What follows belongs to an exercise in optimizing a design on an open flow for small area and a short achievable clock period; a production flow would make more cautious choices. The RTL was checked by simulation tests, not by an equivalence proof against the original design. Power figures rest on the tool's default switching activity, not on a simulated workload.

==> job 4970 <==
Design flt_rank_det, start of the top module:
module flt_rank_det (
    input  wire        clk,
    input  wire        rst,
    input  wire        sync,
    input  wire        cfg_rank_en,
    input  wire [4:0]  cfg_win,
    input  wire [4:0]  cfg_k,
    input  wire        cfg_suppress,
    input  wire [15:0] cfg_settle_base,
    input  wire [4:0]  cfg_pk_log2,
    input  wire [4:0]  cfg_rms_log2,
    input  wire [3:0]  cfg_atk,
    input  wire [3:0]  cfg_dcy,
    input  wire        in_valid,
    input  wire [15:0] in_data,
    output reg         out_valid,
    output reg  [15:0] out_data,
    output reg         out_settling,
    output reg         env_valid,
    output wire [15:0] env,
    output reg         env_ok,
    output reg         pk_valid,
    output wire [15:0] pk,
    output wire        pk_ok,
    output reg         rms_valid,
    output wire [15:0] rms,
    output wire        rms_ok
);
export LEC_CHECK = 0
export ABC_AREA = 1
export CAP_MARGIN = 20
export CORE_MARGIN = 2
export CORE_UTILIZATION = 58
export CTS_CLUSTER_DIAMETER = 60
export CTS_CLUSTER_SIZE = 30
export SLEW_MARGIN = 20
create_clock -name core_clock -period 15.0 [get_ports {clk}]
standard.sh (not shown) runs the stock make flow with config.mk's settings and CLKGATE_MAP_FILE= SYNTH_SCRIPT=/design/flow/synth_recipe.tcl, a recipe that flattens the netlist after the stock synthesis.
==> flow/flow/run.sh <==
#!/bin/bash
# Standard synthesis, then the standard ORFS layout steps with:
# - port buffers of a plain buffer cell (buf_2) rather than the default,
set -euo pipefail
bash standard.sh synth > synth.log 2>&1
bash standard.sh SETUP_SLACK_MARGIN=10.75 TNS_END_PERCENT=20 \
    "BUFFER_PORTS_ARGS=-buffer_cell sky130_fd_sc_hd__buf_2" finish > layout.log 2>&1
==> job 3649 (differences from job 4970) <==
--- a/flow/design.v
+++ b/flow/design.v
@@ -68,16 +68,11 @@
         va <= in_valid;
         r1 <= restart;
     end
     wire bv_en = va & ~r1;
     reg [15:0] w [0:14];
-    reg [3:0]  nvld;          
-    reg [14:0] vld;           
-    always @* begin
-        for (i = 0; i < 15; i = i + 1)
-            vld[i] = (nvld > i);
-    end
+    reg [14:0] vld;
     reg [3:0]  dr [1:14];     
     reg        bv;
     function cmp16;
         input [15:0] a;
         input [15:0] b;
@@ -92,45 +87,47 @@
             for (k = 0; k < 16; k = k + 1)
                 c = (au[k] & bu[k]) | (au[k] & c) | (bu[k] & c);
             cmp16 = c;
         end
     endfunction
-    wire zx = xa[15] | (xa == 16'd0);    
-    wire [3:0] dr_x = ((win[2:1] == 2'b01) || (win[2:1] == 2'b11)) ? win : win - 4'd1;
-    reg [3:0] dr0;
-    always @* begin
-        dr0 = dr_x;
-        for (i = 1; i < 15; i = i + 1)
-            if (inw[i])
-                dr0 = dr0 ^ dr[i];
-    end
-    reg [3:0] dr_l;
+    reg [15:0] lv;
+    reg [15:0] lv_nx;
     always @* begin
-        dr_l = 4'd0;
-        for (i = 2; i < 15; i = i + 2)
-            if (inw[i] && (i == 14 || !inw[i+1]))
-                dr_l = dr[i];
+        lv_nx = 16'd0;
+        for (i = 1; i < 14; i = i + 2)
+            if (inw[i+1] && (i == 13 || !inw[i+2]) && vld[i])
+                lv_nx = w[i];
     end
+    wire zx = xa[15] | (xa == 16'd0);    
     reg [13:0] cb;    
     reg [13:0] db;    
     always @* begin
         for (i = 0; i < 14; i = i + 1) begin
             cb[i] = vld[i] ? cmp16(xa, w[i], 1'b1) : zx;
-            db[i] = ((i == 0) ? dr0 : dr[i]) > dr_l;
+            db[i] = vld[i] & cmp16(lv, w[i], 1'b0);
         end
     end
+    wire [3:0] dr_x = ((win[2:1] == 2'b01) || (win[2:1] == 2'b11)) ? win : win - 4'd1;
+    reg [3:0] dr0;
+    always @* begin
+        dr0 = dr_x;
+        for (i = 1; i < 15; i = i + 1)
+            if (inw[i])
+                dr0 = dr0 ^ dr[i];
+    end
     always @(posedge clk) begin
         bv <= bv_en;
         if (r1) begin
-            nvld <= 4'd0;
+            vld  <= 15'd0;
+            lv   <= 16'd0;
             km1  <= (c_k == 5'd0) ? 4'd0 :
                     (c_k > {1'b0, win}) ? win - 4'd1 : c_k[3:0] - 4'd1;
             for (i = 1; i < 15; i = i + 1)
                 dr[i] <= i[3:0];
         end else if (bv_en) begin
-            if (nvld != 4'd15)
-                nvld <= nvld + 4'd1;
+            vld   <= {vld[13:0], 1'b1};
+            lv    <= lv_nx;
             dr[1] <= dr0 + {3'd0, cb[0]} - {3'd0, db[0]};
             for (i = 2; i < 15; i = i + 1)
                 dr[i] <= dr[i-1] + {3'd0, cb[i-1]} - {3'd0, db[i-1]};
         end
         if (bv_en) begin
@@ -229,21 +226,19 @@
     reg         pk_bok;
     reg         pk_first;
     assign pk    = {1'b0, pk_acc};
     assign pk_ok = pk_bok;
     reg  [22:0] s_lo;
-    reg  [8:0]  s_mid;
-    reg  [13:0] s_hi;
-    reg         s_c1, s_c2;
+    reg  [22:0] s_hi;
+    reg         s_c;
     reg         rms_bok;
     reg         rms_first;
     reg         rms_more;     
     reg         sq_ld;
-    wire [45:0] acc_m = {rms_more ? {s_hi, s_mid} : 23'd0,
+    wire [45:0] acc_m = {rms_more ? s_hi : 23'd0,
                          rms_first ? 23'd0 : s_lo};
-    wire        acc_c1 = rms_more & s_c1;
-    wire        acc_c2 = rms_more & s_c2;
+    wire        acc_cm = rms_more & s_c;
     wire [45:0] tr_s, tr_c;
     wire [14:0] msq = mag;                   
     wire ts1;
     wire tc2;
     assign ts1 = (msq[0] & msq[9]) ^ (msq[1] & msq[8]);
@@ -460,12 +455,12 @@
     wire tc108;
     assign ts107 = (msq[8] & msq[14]) ^ (msq[9] & msq[13]) ^ (msq[10] & msq[12]);
     assign tc108 = ((msq[8] & msq[14]) & (msq[9] & msq[13])) | ((msq[8] & msq[14]) & (msq[10] & msq[12])) | ((msq[9] & msq[13]) & (msq[10] & msq[12]));
     wire ts109;
     wire tc110;
-    assign ts109 = acc_m[23] ^ acc_c1;
-    assign tc110 = acc_m[23] & acc_c1;
+    assign ts109 = acc_m[23] ^ acc_cm;
+    assign tc110 = acc_m[23] & acc_cm;
     wire ts111;
     wire tc112;
     assign ts111 = (msq[9] & msq[14]) ^ (msq[10] & msq[13]) ^ (msq[11] & msq[12]);
     assign tc112 = ((msq[9] & msq[14]) & (msq[10] & msq[13])) | ((msq[9] & msq[14]) & (msq[11] & msq[12])) | ((msq[10] & msq[13]) & (msq[11] & msq[12]));
     wire ts113;
@@ -691,15 +686,14 @@
     wire ts223;
     wire tc224;
     assign ts223 = tc168 ^ acc_m[29];
     assign tc224 = tc168 & acc_m[29];
     assign tr_s = {acc_m[45], acc_m[44], acc_m[43], acc_m[42], acc_m[41], acc_m[40], acc_m[39], acc_m[38], acc_m[37], acc_m[36], acc_m[35], acc_m[34], acc_m[33], acc_m[32], acc_m[31], tc224, tc222, tc220, tc218, tc216, tc214, tc212, tc210, tc208, tc206, tc204, tc202, tc200, tc198, tc196, tc194, tc192, tc190, tc188, tc186, tc184, tc182, tc180, tc178, tc176, tc174, tc172, tc170, ts169, acc_m[1], msq[0]};
-    assign tr_c = {1'b0, 1'b0, 1'b0, 1'b0, 1'b0, 1'b0, 1'b0, 1'b0, 1'b0, 1'b0, 1'b0, 1'b0, 1'b0, acc_c2, 1'b0, acc_m[30], ts223, ts221, ts219, ts217, ts215, ts213, ts211, ts209, ts207, ts205, ts203, ts201, ts199, ts197, ts195, ts193, ts191, ts189, ts187, ts185, ts183, ts181, ts179, ts177, ts175, ts173, ts171, acc_m[2], 1'b0, acc_m[0]};
+    assign tr_c = {1'b0, 1'b0, 1'b0, 1'b0, 1'b0, 1'b0, 1'b0, 1'b0, 1'b0, 1'b0, 1'b0, 1'b0, 1'b0, 1'b0, 1'b0, acc_m[30], ts223, ts221, ts219, ts217, ts215, ts213, ts211, ts209, ts207, ts205, ts203, ts201, ts199, ts197, ts195, ts193, ts191, ts189, ts187, ts185, ts183, ts181, ts179, ts177, ts175, ts173, ts171, acc_m[2], 1'b0, acc_m[0]};
     always @(posedge clk) begin
-        {s_c1, s_lo}  <= {1'b0, tr_s[22:0]} + {1'b0, tr_c[22:0]};
-        {s_c2, s_mid} <= {1'b0, tr_s[31:23]} + {1'b0, tr_c[31:23]};
-        s_hi          <= tr_s[45:32] + tr_c[45:32];
+        {s_c, s_lo} <= {1'b0, tr_s[22:0]} + {1'b0, tr_c[22:0]};
+        s_hi        <= tr_s[45:23] + tr_c[45:23];
         env_valid <= dv & ~r1 & ~restart;
         pk_valid  <= dv & d_pklast & ~r1 & ~restart;
         sq_ld     <= dv & d_rmslast & ~r1;
         if (r1) begin
             e_b       <= 31'h0000_8000;
@@ -718,11 +712,11 @@
                 pk_bok <= !d_settling;
             if (rms_first)
                 rms_bok <= !d_settling;
         end
     end
-    wire [45:0] sum_acc = {s_hi, s_mid, s_lo} + {13'd0, s_c2, 8'd0, s_c1, 23'd0};
+    wire [45:0] sum_acc = {s_hi + {22'd0, s_c}, s_lo};
     reg  [43:0] sq_a;
     reg  [4:0]  sq_jm1;       
     always @* begin
         if (rms_n == 5'd4) begin
             sq_a   = {sum_acc[33:2], 12'd0};
@@ -734,20 +728,20 @@
             sq_a   = sum_acc[45:2];
             sq_jm1 = 5'd23 - rms_n[4:1];           
         end
     end
     reg  [43:0] sq_op;
-    reg  [14:0] sq_root;      
+    reg  [15:0] sq_root;
     reg  [15:0] sq_rem;
     reg  [4:0]  sq_cnt;
     reg         sq_ok;
     wire [17:0] sq_rem_t = {sq_rem, sq_op[43:42]};
-    wire [17:0] sq_trial = {1'b0, sq_root, 2'b01};
+    wire [17:0] sq_trial = {sq_root, 2'b01};
     wire [18:0] sq_diff  = {1'b0, sq_rem_t} - {1'b0, sq_trial};
     wire        sq_take  = !sq_diff[18];
     wire        sq_take0 = sq_a[43] | sq_a[42];
-    assign rms    = {1'b0, sq_root};
+    assign rms    = sq_root;
     assign rms_ok = sq_ok;
     always @(posedge clk) begin
         rms_valid <= (sq_cnt == 5'd1) & ~r1 & ~restart;
         if (r1) begin
             sq_cnt <= 5'd0;
@@ -757,17 +751,17 @@
         end else if (sq_cnt != 5'd0) begin
             sq_cnt <= sq_cnt - 5'd1;
         end
         if (sq_ld) begin
             sq_op   <= {sq_a[41:0], 2'b00};
-            sq_root <= {14'd0, sq_take0};
+            sq_root <= {15'd0, sq_take0};
             sq_rem  <= {14'd0, sq_a[43:42] - {1'b0, sq_take0}};
         end else begin
             sq_op   <= {sq_op[41:0], 2'b00};
             sq_rem  <= sq_take ? sq_diff[15:0] : sq_rem_t[15:0];
             if (sq_cnt == 5'd1)
-                sq_root <= sq_root + {14'd0, sq_take};
+                sq_root <= sq_root + {15'd0, sq_take};
             else
-                sq_root <= {sq_root[13:0], sq_take};
+                sq_root <= {sq_root[14:0], sq_take};
         end
     end
 endmodule
==> flow/flow/run.sh (replaced) <==
#!/bin/bash
# Standard synthesis, then the standard ORFS layout steps with:
# - port buffers of a plain buffer cell (buf_2) rather than the default,
set -euo pipefail
bash standard.sh synth > synth.log 2>&1
bash standard.sh SETUP_SLACK_MARGIN=10.6 TNS_END_PERCENT=100 \
    "BUFFER_PORTS_ARGS=-buffer_cell sky130_fd_sc_hd__buf_2" finish > layout.log 2>&1
--- a/flow/config.mk
+++ b/flow/config.mk
@@ -6,9 +6,9 @@
 export NUM_CORES = 8
 export LEC_CHECK = 0
 export ABC_AREA = 1
 export CAP_MARGIN = 20
 export CORE_MARGIN = 2
-export CORE_UTILIZATION = 58
+export CORE_UTILIZATION = 50
 export CTS_CLUSTER_DIAMETER = 60
 export CTS_CLUSTER_SIZE = 30
 export SLEW_MARGIN = 20
==> results.txt <==
Status: job 3649 timing/DRC/antenna clean; job 4970 timing/DRC/antenna clean
Average routed wire per standard cell: job 3649 20.51 microns; job 4970 18.82 microns
Post-synthesis compound-gate area fraction: job 3649 17.61%; job 4970 15.64%
Initial antenna violation count: job 3649 1; job 4970 4
Proportion of total power due to net switching: job 3649 34.62%; job 4970 36.81%
Number of inverters outside the clock class in the layout: job 3649 1,135; job 4970 900
Critical path required time: job 3649 15.55 ns; job 4970 15.54 ns
End of the worst register-to-register path: job 3649 s_hi[16]$_DFF_P_; job 4970 s_lo[22]$_DFF_P_
Half-perimeter wire length after detailed placement: job 3649 105,200 microns; job 4970 84,630 microns
Xor/xnor share of the synthesized area: job 3649 5.759%; job 4970 5.719%
Number of standard cells after synthesis: job 3649 5,950; job 4970 5,213
Setup clock skew after layout: job 3649 0.03048 ns; job 4970 0.02865 ns
Final cell area excluding filler cells: job 3649 0.05095 sq mm; job 4970 0.04711 sq mm
Worst-margin pin slew: job 3649 1.219 ns; job 4970 1.195 ns
Initial DRC Count: job 3649 4,275; job 4970 3,197
Number of non-clock buffers: job 3649 289; job 4970 295
Layout multi-input combinational cell count: job 3649 3,923; job 4970 3,521
Buffer and inverter count on the worst path: job 3649 6; job 4970 2
All-layer global routing usage: job 3649 31.78%; job 4970 31.58%
Total number of sequential cells: job 3649 642; job 4970 615
Power attributed to the clock group: job 3649 1.83 mW; job 4970 1.42 mW
Cell internal pwr: job 3649 3.484 mW; job 4970 3.243 mW
Largest net degree at the start of global routing: job 3649 158; job 4970 203
Final period utilization: job 3649 30.02%; job 4970 29.06%
Net Switching: job 3649 1.845 mW; job 4970 1.889 mW

========
==> inputs of trial 51 <==
Another version of the RTL of flt_rank_det (not shown whole).
## flt_rank_det
module flt_rank_det (
    input  wire        clk,
    input  wire        rst,
    input  wire        sync,
    input  wire        cfg_rank_en,
    input  wire [4:0]  cfg_win,
    input  wire [4:0]  cfg_k,
    input  wire        cfg_suppress,
    input  wire [15:0] cfg_settle_base,
    input  wire [4:0]  cfg_pk_log2,
    input  wire [4:0]  cfg_rms_log2,
    input  wire [3:0]  cfg_atk,
    input  wire [3:0]  cfg_dcy,
    input  wire        in_valid,
    input  wire [15:0] in_data,
    output reg         out_valid,
    output reg  [15:0] out_data,
    output reg         out_settling,
    output reg         env_valid,
    output wire [15:0] env,
    output reg         env_ok,
    output reg         pk_valid,
    output wire [15:0] pk,
    output wire        pk_ok,
    output reg         rms_valid,
    output wire [15:0] rms,
    output wire        rms_ok
);
clock: 15.0 ns
lec_check: 0
abc_area: 1
cap_margin: 20
core_margin: 2
core_utilization: 58
cts_cluster_diameter: 60
cts_cluster_size: 30
slew_margin: 20
==> flow/flow/run.sh <==
#!/bin/bash
# Standard synthesis, then the standard ORFS layout steps with:
# - port buffers of a plain buffer cell (buf_2) rather than the default,
set -euo pipefail
bash standard.sh synth > synth.log 2>&1
bash standard.sh SETUP_SLACK_MARGIN=10.7 TNS_END_PERCENT=100 \
    "BUFFER_PORTS_ARGS=-buffer_cell sky130_fd_sc_hd__buf_2" finish > layout.log 2>&1
==> build 50 (differences from trial 51) <==
--- a/flow/design.v
+++ b/flow/design.v
@@ -19,14 +19,14 @@
     output reg         env_valid,
     output wire [15:0] env,
     output reg         env_ok,
     output reg         pk_valid,
     output wire [15:0] pk,
-    output wire        pk_ok,
+    output reg         pk_ok,
     output reg         rms_valid,
     output wire [15:0] rms,
-    output wire        rms_ok
+    output reg         rms_ok
 );
     integer i;
     wire restart = rst | sync;
     wire [3:0] win_i = cfg_win[4] ? 4'd15 :
                        (cfg_win < 5'd3) ? 4'd3 :
@@ -87,47 +87,44 @@
             for (k = 0; k < 16; k = k + 1)
                 c = (au[k] & bu[k]) | (au[k] & c) | (bu[k] & c);
             cmp16 = c;
         end
     endfunction
-    reg [15:0] lv;
-    reg [15:0] lv_nx;
-    always @* begin
-        lv_nx = 16'd0;
-        for (i = 1; i < 14; i = i + 2)
-            if (inw[i+1] && (i == 13 || !inw[i+2]) && vld[i])
-                lv_nx = w[i];
-    end
     wire zx = xa[15] | (xa == 16'd0);    
-    reg [13:0] cb;    
-    reg [13:0] db;    
-    always @* begin
-        for (i = 0; i < 14; i = i + 1) begin
-            cb[i] = vld[i] ? cmp16(xa, w[i], 1'b1) : zx;
-            db[i] = vld[i] & cmp16(lv, w[i], 1'b0);
-        end
-    end
     wire [3:0] dr_x = ((win[2:1] == 2'b01) || (win[2:1] == 2'b11)) ? win : win - 4'd1;
     reg [3:0] dr0;
     always @* begin
         dr0 = dr_x;
         for (i = 1; i < 15; i = i + 1)
             if (inw[i])
                 dr0 = dr0 ^ dr[i];
     end
+    reg [3:0] dr_l;
+    always @* begin
+        dr_l = 4'd0;
+        for (i = 2; i < 15; i = i + 2)
+            if (inw[i] && (i == 14 || !inw[i+1]))
+                dr_l = dr[i];
+    end
+    reg [13:0] cb;    
+    reg [13:0] db;    
+    always @* begin
+        for (i = 0; i < 14; i = i + 1) begin
+            cb[i] = vld[i] ? cmp16(xa, w[i], 1'b1) : zx;
+            db[i] = ((i == 0) ? dr0 : dr[i]) > dr_l;
+        end
+    end
     always @(posedge clk) begin
         bv <= bv_en;
         if (r1) begin
             vld  <= 15'd0;
-            lv   <= 16'd0;
             km1  <= (c_k == 5'd0) ? 4'd0 :
                     (c_k > {1'b0, win}) ? win - 4'd1 : c_k[3:0] - 4'd1;
             for (i = 1; i < 15; i = i + 1)
                 dr[i] <= i[3:0];
         end else if (bv_en) begin
             vld   <= {vld[13:0], 1'b1};
-            lv    <= lv_nx;
             dr[1] <= dr0 + {3'd0, cb[0]} - {3'd0, db[0]};
             for (i = 2; i < 15; i = i + 1)
                 dr[i] <= dr[i-1] + {3'd0, cb[i-1]} - {3'd0, db[i-1]};
         end
         if (bv_en) begin
@@ -155,11 +152,10 @@
     reg [15:0] pos;           
     reg        cv;
     reg        c_pklast;
     reg        c_rmslast;
     reg [14:0] mag;
-    reg [14:0] mag_sqn;       
     reg        dv;
     reg        d_settling;
     reg        d_pklast;
     reg        d_rmslast;
     wire settling_now = (scnt != 16'd0) || (wcnt != 4'd0);
@@ -172,11 +168,10 @@
     end
     always @(posedge clk) begin
         cv        <= bv & ~r1;
         dv         <= cv & ~r1;
         mag        <= (cv & ~r1) ? ymag : 15'd0;     
-        mag_sqn    <= (cv & ~r1) ? ~ymag : 15'h7fff;
         d_settling <= out_settling;
         d_pklast   <= c_pklast;
         d_rmslast  <= c_rmslast;
         out_valid <= bv & ~r1 & ~restart & ~(c_sup & settling_now);
         out_data     <= y;
@@ -212,43 +207,41 @@
                     e[k] = e[k+s] & e[k];
                 end
             gt16 = g[0];
         end
     endfunction
-    reg  [15:0] e_hi;         
-    reg  [14:0] e_lo;         
-    reg         e_c;
-    wire        rising  = gt16({mag, ~e_c}, e_hi);
-    wire signed [31:0] env_d = $signed({1'b0, mag, ~e_c, 15'd0}) - $signed({1'b0, e_hi, e_lo});
+    reg  [30:0] e_b;
+    wire [30:0] xb      = {mag, 1'b1, 15'd0};
+    wire        rising  = gt16({mag, 1'b1}, e_b[30:15]);
+    wire signed [31:0] env_d = $signed({1'b0, xb}) - $signed({1'b0, e_b});
     wire signed [31:0] st_a = env_d >>> c_atk;
     wire signed [31:0] st_d = env_d >>> c_dcy;
-    wire [30:0] st      = rising ? st_a[30:0] : st_d[30:0];
-    wire [15:0] n_lo    = {1'b0, e_lo} + {1'b0, st[14:0]};
-    wire [16:0] n_hx    = {e_hi, 1'b1} + {st[30:15], e_c};    
-    wire [15:0] n_hi    = n_hx[16:1];
+    wire [30:0] e_a     = e_b + st_a[30:0];
+    wire [30:0] e_d     = e_b + st_d[30:0];
+    wire [30:0] e_next  = rising ? e_a : e_d;
     reg  [14:0] env_r;
     reg         env_up;       
     reg         env_ok_p;
-    wire [15:0] e_top   = e_hi + {15'd0, e_c};
     assign env = {1'b0, env_r};
     reg  [14:0] pk_acc;
     reg         pk_bok;
     reg         pk_first;
     assign pk    = {1'b0, pk_acc};
-    assign pk_ok = pk_bok;
     reg  [22:0] s_lo;
-    reg  [22:0] s_hi;
-    reg         s_c;
+    reg  [8:0]  s_mid;
+    reg  [13:0] s_hi;
+    reg         s_c1, s_c2;
     reg         rms_bok;
     reg         rms_first;
     reg         rms_more;     
     reg         sq_ld;
-    wire [45:0] acc_m = {rms_more ? s_hi : 23'd0,
+    wire [45:0] acc_m = {rms_more ? {s_hi, s_mid} : 23'd0,
                          rms_first ? 23'd0 : s_lo};
-    wire        acc_cm = rms_more & s_c;
+    wire        acc_c1 = rms_more & s_c1;
+    wire        acc_c2 = rms_more & s_c2;
     wire [45:0] tr_s, tr_c;
-    wire [14:0] msq = ~mag_sqn;              
+    wire [14:0] msq = mag;                   
     wire ts1;
     wire tc2;
     assign ts1 = (msq[0] & msq[9]) ^ (msq[1] & msq[8]);
     assign tc2 = (msq[0] & msq[9]) & (msq[1] & msq[8]);
     wire ts3;
@@ -463,12 +456,12 @@
     wire tc108;
     assign ts107 = (msq[8] & msq[14]) ^ (msq[9] & msq[13]) ^ (msq[10] & msq[12]);
     assign tc108 = ((msq[8] & msq[14]) & (msq[9] & msq[13])) | ((msq[8] & msq[14]) & (msq[10] & msq[12])) | ((msq[9] & msq[13]) & (msq[10] & msq[12]));
     wire ts109;
     wire tc110;
-    assign ts109 = acc_m[23] ^ acc_cm;
-    assign tc110 = acc_m[23] & acc_cm;
+    assign ts109 = acc_m[23] ^ acc_c1;
+    assign tc110 = acc_m[23] & acc_c1;
     wire ts111;
     wire tc112;
     assign ts111 = (msq[9] & msq[14]) ^ (msq[10] & msq[13]) ^ (msq[11] & msq[12]);
     assign tc112 = ((msq[9] & msq[14]) & (msq[10] & msq[13])) | ((msq[9] & msq[14]) & (msq[11] & msq[12])) | ((msq[10] & msq[13]) & (msq[11] & msq[12]));
     wire ts113;
@@ -694,32 +687,30 @@
     wire ts223;
     wire tc224;
     assign ts223 = tc168 ^ acc_m[29];
     assign tc224 = tc168 & acc_m[29];
     assign tr_s = {acc_m[45], acc_m[44], acc_m[43], acc_m[42], acc_m[41], acc_m[40], acc_m[39], acc_m[38], acc_m[37], acc_m[36], acc_m[35], acc_m[34], acc_m[33], acc_m[32], acc_m[31], tc224, tc222, tc220, tc218, tc216, tc214, tc212, tc210, tc208, tc206, tc204, tc202, tc200, tc198, tc196, tc194, tc192, tc190, tc188, tc186, tc184, tc182, tc180, tc178, tc176, tc174, tc172, tc170, ts169, acc_m[1], msq[0]};
-    assign tr_c = {1'b0, 1'b0, 1'b0, 1'b0, 1'b0, 1'b0, 1'b0, 1'b0, 1'b0, 1'b0, 1'b0, 1'b0, 1'b0, 1'b0, 1'b0, acc_m[30], ts223, ts221, ts219, ts217, ts215, ts213, ts211, ts209, ts207, ts205, ts203, ts201, ts199, ts197, ts195, ts193, ts191, ts189, ts187, ts185, ts183, ts181, ts179, ts177, ts175, ts173, ts171, acc_m[2], 1'b0, acc_m[0]};
+    assign tr_c = {1'b0, 1'b0, 1'b0, 1'b0, 1'b0, 1'b0, 1'b0, 1'b0, 1'b0, 1'b0, 1'b0, 1'b0, 1'b0, acc_c2, 1'b0, acc_m[30], ts223, ts221, ts219, ts217, ts215, ts213, ts211, ts209, ts207, ts205, ts203, ts201, ts199, ts197, ts195, ts193, ts191, ts189, ts187, ts185, ts183, ts181, ts179, ts177, ts175, ts173, ts171, acc_m[2], 1'b0, acc_m[0]};
     always @(posedge clk) begin
-        {s_c, s_lo} <= {1'b0, tr_s[22:0]} + {1'b0, tr_c[22:0]};
-        s_hi        <= tr_s[45:23] + tr_c[45:23];
+        {s_c1, s_lo}  <= {1'b0, tr_s[22:0]} + {1'b0, tr_c[22:0]};
+        {s_c2, s_mid} <= {1'b0, tr_s[31:23]} + {1'b0, tr_c[31:23]};
+        s_hi          <= tr_s[45:32] + tr_c[45:32];
         env_up    <= dv & ~r1;
         env_valid <= env_up & ~r1 & ~restart;
-        env_r     <= e_top[15:1];
+        env_r     <= e_b[30:16];
+        env_ok_p  <= dv & !d_settling;
         env_ok    <= env_ok_p;
         pk_valid  <= dv & d_pklast & ~r1 & ~restart;
+        pk_ok     <= dv & d_pklast & (pk_first ? !d_settling : pk_bok);
         sq_ld     <= dv & d_rmslast & ~r1;
         if (r1) begin
-            e_hi      <= 16'd1;
-            e_lo      <= 15'd0;
-            e_c       <= 1'b0;
+            e_b       <= 31'h0000_8000;
             pk_first  <= 1'b1;
             rms_first <= 1'b1;
             rms_more  <= 1'b0;
         end else if (dv) begin
-            e_hi      <= n_hi;
-            e_lo      <= n_lo[14:0];
-            e_c       <= n_lo[15];
-            env_ok_p  <= !d_settling;
+            e_b       <= e_next;
             pk_first  <= d_pklast;
             rms_first <= d_rmslast;
             rms_more  <= !d_rmslast;
             if (pk_first || mag > pk_acc)
                 pk_acc <= mag;
@@ -727,11 +718,11 @@
                 pk_bok <= !d_settling;
             if (rms_first)
                 rms_bok <= !d_settling;
         end
     end
-    wire [45:0] sum_acc = {s_hi + {22'd0, s_c}, s_lo};
+    wire [45:0] sum_acc = {s_hi, s_mid, s_lo} + {13'd0, s_c2, 8'd0, s_c1, 23'd0};
     reg  [43:0] sq_a;
     reg  [4:0]  sq_jm1;       
     always @* begin
         if (rms_n == 5'd4) begin
             sq_a   = {sum_acc[33:2], 12'd0};
@@ -753,13 +744,13 @@
     wire [17:0] sq_trial = {sq_root, 2'b01};
     wire [18:0] sq_diff  = {1'b0, sq_rem_t} - {1'b0, sq_trial};
     wire        sq_take  = !sq_diff[18];
     wire        sq_take0 = sq_a[43] | sq_a[42];
     assign rms    = sq_root;
-    assign rms_ok = sq_ok;
     always @(posedge clk) begin
         rms_valid <= (sq_cnt == 5'd1) & ~r1 & ~restart;
+        rms_ok    <= (sq_cnt == 5'd1) & sq_ok;
         if (r1) begin
             sq_cnt <= 5'd0;
         end else if (sq_ld) begin
             sq_cnt <= sq_jm1;
             sq_ok  <= rms_bok;
==> flow/flow/run.sh (replaced) <==
#!/bin/bash
# Standard synthesis, then the standard ORFS layout steps with:
# - port buffers of a plain buffer cell (buf_2) rather than the default,
set -euo pipefail
bash standard.sh synth > synth.log 2>&1
bash standard.sh SETUP_SLACK_MARGIN=10.75 TNS_END_PERCENT=100 \
    "BUFFER_PORTS_ARGS=-buffer_cell sky130_fd_sc_hd__buf_2" finish > layout.log 2>&1
==> comparison <==
Between trial 51 and build 50, the lower register-to-register slack is in build 50 (gap 0.09 ns).
Of build 50 and trial 51, trial 51 has the higher global-route usage (gap 2.3 points).
Between trial 51 and build 50, the lower sequential cell count is in build 50 (gap 29).
Against build 50, the synthesized cell count of trial 51 is larger by 11%.
Between build 50 and trial 51, the lower die area is in build 50 (gap about 7%, measured against trial 51).
Of build 50 and trial 51, trial 51 has the higher clock-buffer cell count (gap 14).
In hold slack, build 50 and trial 51 hardly differ.
Against build 50, the routed wire length of trial 51 is higher by about 15%.
Of trial 51 and build 50, build 50 has the higher non-clock buffer count (gap 52).
Between trial 51 and build 50, the lower sequential power is in build 50 (gap about 3%, measured against build 50).
==> figures <==
Run status: build 50 timing/DRC/antenna clean; trial 51 timing/DRC/antenna clean
Transition time at the pin with the least slew margin: build 50 1.087 ns; trial 51 1.233 ns
Final core utilization: build 50 68.08%; trial 51 66.45%
Via density: build 50 5.729; trial 51 5.928
Area occupied by registers: build 50 16,220 µm²; trial 51 16,830 µm²
H-Tree Depth: build 50 2; trial 51 3
Compound-cell area share of the yosys netlist: build 50 14.72%; trial 51 17.73%
Fraction of the cycle the final worst path needs: build 50 29.32%; trial 51 28.70%
Switching power summed over all nets: build 50 2076 µW; trial 51 1899 µW
Switching power share of the total: build 50 37.24%; trial 51 34.78%
Part of the total power dissipated in the clock network: build 50 27.5%; trial 51 33.4%
Floorplan die height: build 50 273.0 µm; trial 51 282.6 µm
Proportion of power drawn by flip-flops and latches: build 50 37.9%; trial 51 39.7%
Share of total power in combinational logic: build 50 34.7%; trial 51 26.9%
Post-synthesis cell count: build 50 5,282; trial 51 5,874
Resized Gates After CTS: build 50 273; trial 51 140
Power dissipated in the clock network: build 50 1530 µW; trial 51 1820 µW
HPWL Detailed: build 50 91,240 µm; trial 51 104,500 µm
Core Footprint: build 50 71,610 µm²; trial 51 77,080 µm²
Final clock skew: build 50 0.04188 ns; trial 51 0.03371 ns
Global Route met1 Usage: build 50 43.75%; trial 51 48.01%
Number of tap cells inserted: build 50 950; trial 51 1,040

[afterwards: timing with drivers on the ports]
No port has a modelled driver above. Below, the same layouts with a new extraction and two added sets of constraints.
Step 1 sets driving cells, clkbuf_16 on the clock port and buf_2 on the other inputs (assumed; they add their load-dependent delay and slew).
Step 2 times the ports against the registers' clock, not the clock port: input delays grow and output delays shrink by t, the midpoint of the rising clock arrivals with the driver on.
Three values: no drivers, after step 1, after step 2; two values: the first two.
run | shift t [ns] | setup WS [ns] | hold slack, ns | clock arrival spread, ns
job 4970 | 0.681 | 10.641 / 10.578 / 10.282 | 0.330 / 0.330 / 0.330 | 0.044 / 0.044
job 3649 | 0.716 | 10.496 / 10.496 / 10.496 | 0.342 / 0.342 / 0.342 | 0.042 / 0.041
trial 51 | 0.688 | 10.695 / 10.646 / 10.640 | 0.333 / 0.333 / 0.333 | 0.034 / 0.034
build 50 | 0.726 | 10.602 / 10.602 / 10.273 | 0.333 / 0.333 / 0.333 | 0.049 / 0.050
After both steps setup and hold are still met in every run listed. The setup slack of job 4970, which loses most, moves by -0.063 ns with the drivers and by -0.359 ns with both steps.
